What follows belongs to an exercise in optimizing a design on an open flow for small area, a short achievable clock period and few clock cycles per item; a production flow would make more cautious choices. Only simulation tests tie the RTL to the original design; equivalence was not proved. Power figures rest on the tool's default switching activity, not on a simulated workload.

## build 44
==> flow/design.v (excerpt) <==
module lzw_enc (
    input  wire       clk,
    input  wire       rst,
    input  wire       in_valid,
    output wire       in_ready,
    input  wire [7:0] in_data,
    input  wire       in_last,
    input  wire       in_fc,
    output wire       out_valid,
    input  wire       out_ready,
    output wire [7:0] out_data,
    output wire       out_last
);
Size in the first run: ~6,800 cells after synthesis, roughly 2,300 flip-flops, ~25 I/O pins, roughly 100,000 um2 of cells after synthesis.
==> flow/config.mk <==
export PLATFORM = sky130hd
export DESIGN_NAME = lzw_enc
export DESIGN_NICKNAME = lzw_enc
export VERILOG_FILES = /design/flow/design.v
export SDC_FILE = /design/flow/constraint.sdc
export NUM_CORES = 4
export LEC_CHECK = 0
export ABC_CLOCK_PERIOD_IN_PS = 3000
export CAP_MARGIN = 20
export CORE_MARGIN = 2
export CORE_UTILIZATION = 50
export CTS_BUF_LIST = sky130_fd_sc_hd__clkbuf_16
export CTS_CLUSTER_DIAMETER = 60
export CTS_CLUSTER_SIZE = 30
export SETUP_SLACK_MARGIN = 5
export SLEW_MARGIN = 20
export TNS_END_PERCENT = 5
==> flow/constraint.sdc <==
create_clock -name core_clock -period 10.0 [get_ports {clk}]
set_input_delay 2.0000 -clock core_clock [delete_from_list [all_inputs] [get_ports {clk}]]
set_output_delay 2.0000 -clock core_clock [all_outputs]
set_load 0.01 [all_outputs]
standard.sh (not shown) runs the stock make flow with config.mk's settings and CLKGATE_MAP_FILE= SYNTH_SCRIPT=/design/flow/synth_recipe.tcl, a recipe that flattens the netlist after the stock synthesis.
==> flow/flow/run.sh <==
#!/bin/bash
# The standard layout (standard.sh), with repair_timing aiming for a larger setup margin.
set -euo pipefail
sed 's/SETUP_SLACK_MARGIN=[0-9.]*/SETUP_SLACK_MARGIN=8/' standard.sh > standard_margin.sh
bash standard_margin.sh > standard.log 2>&1
Build 44: all stages complete, timing, DRC and antenna checks passed
Testbench counts of build 44, summed over its fixed seeds: cycles 87,734, items 85,491.
The following lists how build 73 was set up differently from build 44:
==> flow/flow/run.sh <==
#!/bin/bash
# The standard layout (standard.sh), with repair_timing aiming for a larger setup margin.
set -euo pipefail
sed 's/SETUP_SLACK_MARGIN=[0-9.]*/SETUP_SLACK_MARGIN=7/' standard.sh > standard_margin.sh
bash standard_margin.sh > standard.log 2>&1
-- flow/config.mk --
<<< build 44, line 10
export CORE_MARGIN = 2
export CORE_UTILIZATION = 50
export CTS_BUF_LIST = sky130_fd_sc_hd__clkbuf_16
>>> build 73, line 10
export CORE_MARGIN = 2
export CORE_UTILIZATION = 65
export CTS_BUF_LIST = sky130_fd_sc_hd__clkbuf_16
<<< build 44, line 16
export SLEW_MARGIN = 20
export TNS_END_PERCENT = 5
>>> build 73, line 16
export SLEW_MARGIN = 20
export TNS_END_PERCENT = 10
==> comparison <==
Reported for build 73 and build 44, port buffer count turned out identical to the last digit.
Changes observed in build 73 relative to build 44: maximum achievable frequency has remained practically unchanged; sequential share of layout area has increased; ratio of final minimum period to clock period has remained practically unchanged; non-clock buffer count has decreased.
Any difference in multi-input logic portion of the cell area between build 44 and build 73 is small enough to ignore.
Vias after detailed routing came out higher on build 73 than on build 44.
The worst setup path startpoint comes out w[5] in one run and nx[1] in the other, namely in build 73 and build 44 respectively.
Comparing build 73 and build 44, the higher area of the core was measured on build 44.
Between build 73 and build 44, the difference in part of the total power dissipated in combinational logic is negligible.
Wire length of the first global-routing pass: build 73 > build 44
Against build 44, total area of multi-input combinational cells in build 73 fell by a few percent.
diff inputs: build 73 => build 74
-- flow/config.mk --
<<< build 73, line 10
export CORE_MARGIN = 2
export CORE_UTILIZATION = 65
export CTS_BUF_LIST = sky130_fd_sc_hd__clkbuf_16
export CTS_CLUSTER_DIAMETER = 60
export CTS_CLUSTER_SIZE = 30
export SETUP_SLACK_MARGIN = 5
>>> build 74, line 10
export CORE_MARGIN = 2
export CORE_UTILIZATION = 50
export SETUP_SLACK_MARGIN = 5
--- outcome ---
- Looking at slowest cell on the critical path, the nand4_1 result is from build 73; the o21ai_0 one comes from build 74.
- The fraction of the cycle the final worst path needs in build 74 sits 0.98 points above the value recorded for build 73.
- The flow did not stop early for build 74: all stages ran, and the layout cleared the timing, design-rule and antenna checks.
- Build 74 vs. build 73: met3 layer wire length in the routed design went down 31%, total power went up about 10%, number of fillers in the final layout went up 6,395, proportion of total power due to net switching went down 1.2 points, design area held.
For build 82, these inputs were changed with respect to build 74:
==> flow/flow/run.sh <==
#!/bin/bash
# The standard layout (standard.sh), with repair_timing aiming for a larger setup margin.
set -euo pipefail
sed 's/SETUP_SLACK_MARGIN=[0-9.]*/SETUP_SLACK_MARGIN=8/' standard.sh > standard_margin.sh
bash standard_margin.sh > standard.log 2>&1
-- flow/config.mk --
<<< build 74, line 13
export SLEW_MARGIN = 20
export TNS_END_PERCENT = 10
>>> build 82, line 13
export SLEW_MARGIN = 20
--- outcome ---
- Reported for build 74 and build 82, number of nets still failing antenna checks after routing turned out identical to the last digit.
- Share of async-settable or async-resettable flops after synthesis came out exactly the same in build 74 and build 82.
- Via count for build 82: 5.8% up relative to build 74
- As far as count of non-CTS inverters in the layout goes, build 82 and build 74 are indistinguishable; the numbers are identical.
- Taking build 74 as the reference point, the flip-flop and latch share of the layout cell area of build 82 falls by 4.6 points.
- On met2 routing resource usage after global routing: build 82 sits above build 74.
What build 6 does differently from build 82 at the input level:
==> flow/flow/run.sh <==
#!/bin/bash
# The standard layout (standard.sh), with repair_timing aiming for a larger setup margin.
set -euo pipefail
sed 's/SETUP_SLACK_MARGIN=[0-9.]*/SETUP_SLACK_MARGIN=7/' standard.sh > standard_margin.sh
bash standard_margin.sh > standard.log 2>&1
==> flow/config.mk <==
export PLATFORM = sky130hd
export DESIGN_NAME = lzw_enc
export DESIGN_NICKNAME = lzw_enc
export VERILOG_FILES = /design/flow/design.v
export SDC_FILE = /design/flow/constraint.sdc
export NUM_CORES = 4
export LEC_CHECK = 0
export ABC_CLOCK_PERIOD_IN_PS = 2000
export CAP_MARGIN = 20
export CORE_MARGIN = 2
export CORE_UTILIZATION = 50
export CTS_BUF_LIST = sky130_fd_sc_hd__clkbuf_16
export CTS_CLUSTER_DIAMETER = 60
export CTS_CLUSTER_SIZE = 30
export SETUP_SLACK_MARGIN = 5
export SLEW_MARGIN = 20
export TNS_END_PERCENT = 10
==> comparison <==
- Comparing build 6 and build 82, total of fill cells in the finished design is higher on build 6.
- Build 6 completed end to end with timing, DRC and antenna clean.
- From build 82 to build 6 the numbers moved as follows: final critical-path required period moved down, maximum cell stage delay along the critical path went down by 0.30 ns, basic-gate share of the synthesized area counting and, or, nand and nor cells roughly the same.
> inputs changed (build 6 -> build 56)
-- flow/config.mk --
<<< build 6, line 7
export LEC_CHECK = 0
export ABC_CLOCK_PERIOD_IN_PS = 2000
export CAP_MARGIN = 20
>>> build 56, line 7
export LEC_CHECK = 0
export ABC_CLOCK_PERIOD_IN_PS = 3000
export CAP_MARGIN = 20
[summary]
Both conditions hold for build 56: the flow ran to the end and the final layout passed the timing, design-rule and antenna checks. Internal cell power came out exactly the same in build 56 and build 6. On setup slack of the critical path after layout, build 56 tracks build 6 almost exactly. From build 6 to build 56, met1 global-route usage did not move at all.

-- separate check: timing with driven ports --
In the flow no input, the clock included, has a driving cell. The finished layouts below were timed again as built, in two steps.
Step 1: set_driving_cell puts a clkbuf_16 on clk and a buf_2 on each other input, an assumption about the parent block.
Step 2 times the ports against the registers' clock, not the clock port: input delays grow and output delays shrink by t, the midpoint of the rising clock arrivals with the driver on.
Slacks: ideal / step 1 / step 2; pairs: ideal / step 1.
| run | shift t [ns] | setup slack, ns | worst setup path at the end | latest minus earliest clock arrival (ns) | worst register clock-pin slew, ns |
|---|---|---|---|---|---|
| build 44 | 0.947 | 5.977 / 5.977 / 5.977 | register to register | 0.045 / 0.045 | 0.10 / 0.10 |
| build 73 | 0.911 | 5.968 / 5.968 / 5.968 | register to register | 0.044 / 0.044 | 0.10 / 0.10 |
| build 74 | 0.991 | 5.870 / 5.870 / 5.870 | register to register | 0.063 / 0.063 | 0.07 / 0.07 |
| build 82 | 0.987 | 5.977 / 5.977 / 5.977 | register to register | 0.064 / 0.064 | 0.07 / 0.07 |
| build 6 | 0.943 | 6.025 / 6.025 / 5.934 | input to register | 0.055 / 0.054 | 0.10 / 0.10 |
| build 56 | 0.943 | 6.025 / 6.025 / 5.934 | input to register | 0.055 / 0.054 | 0.10 / 0.10 |
After both steps every run listed still meets setup and hold.
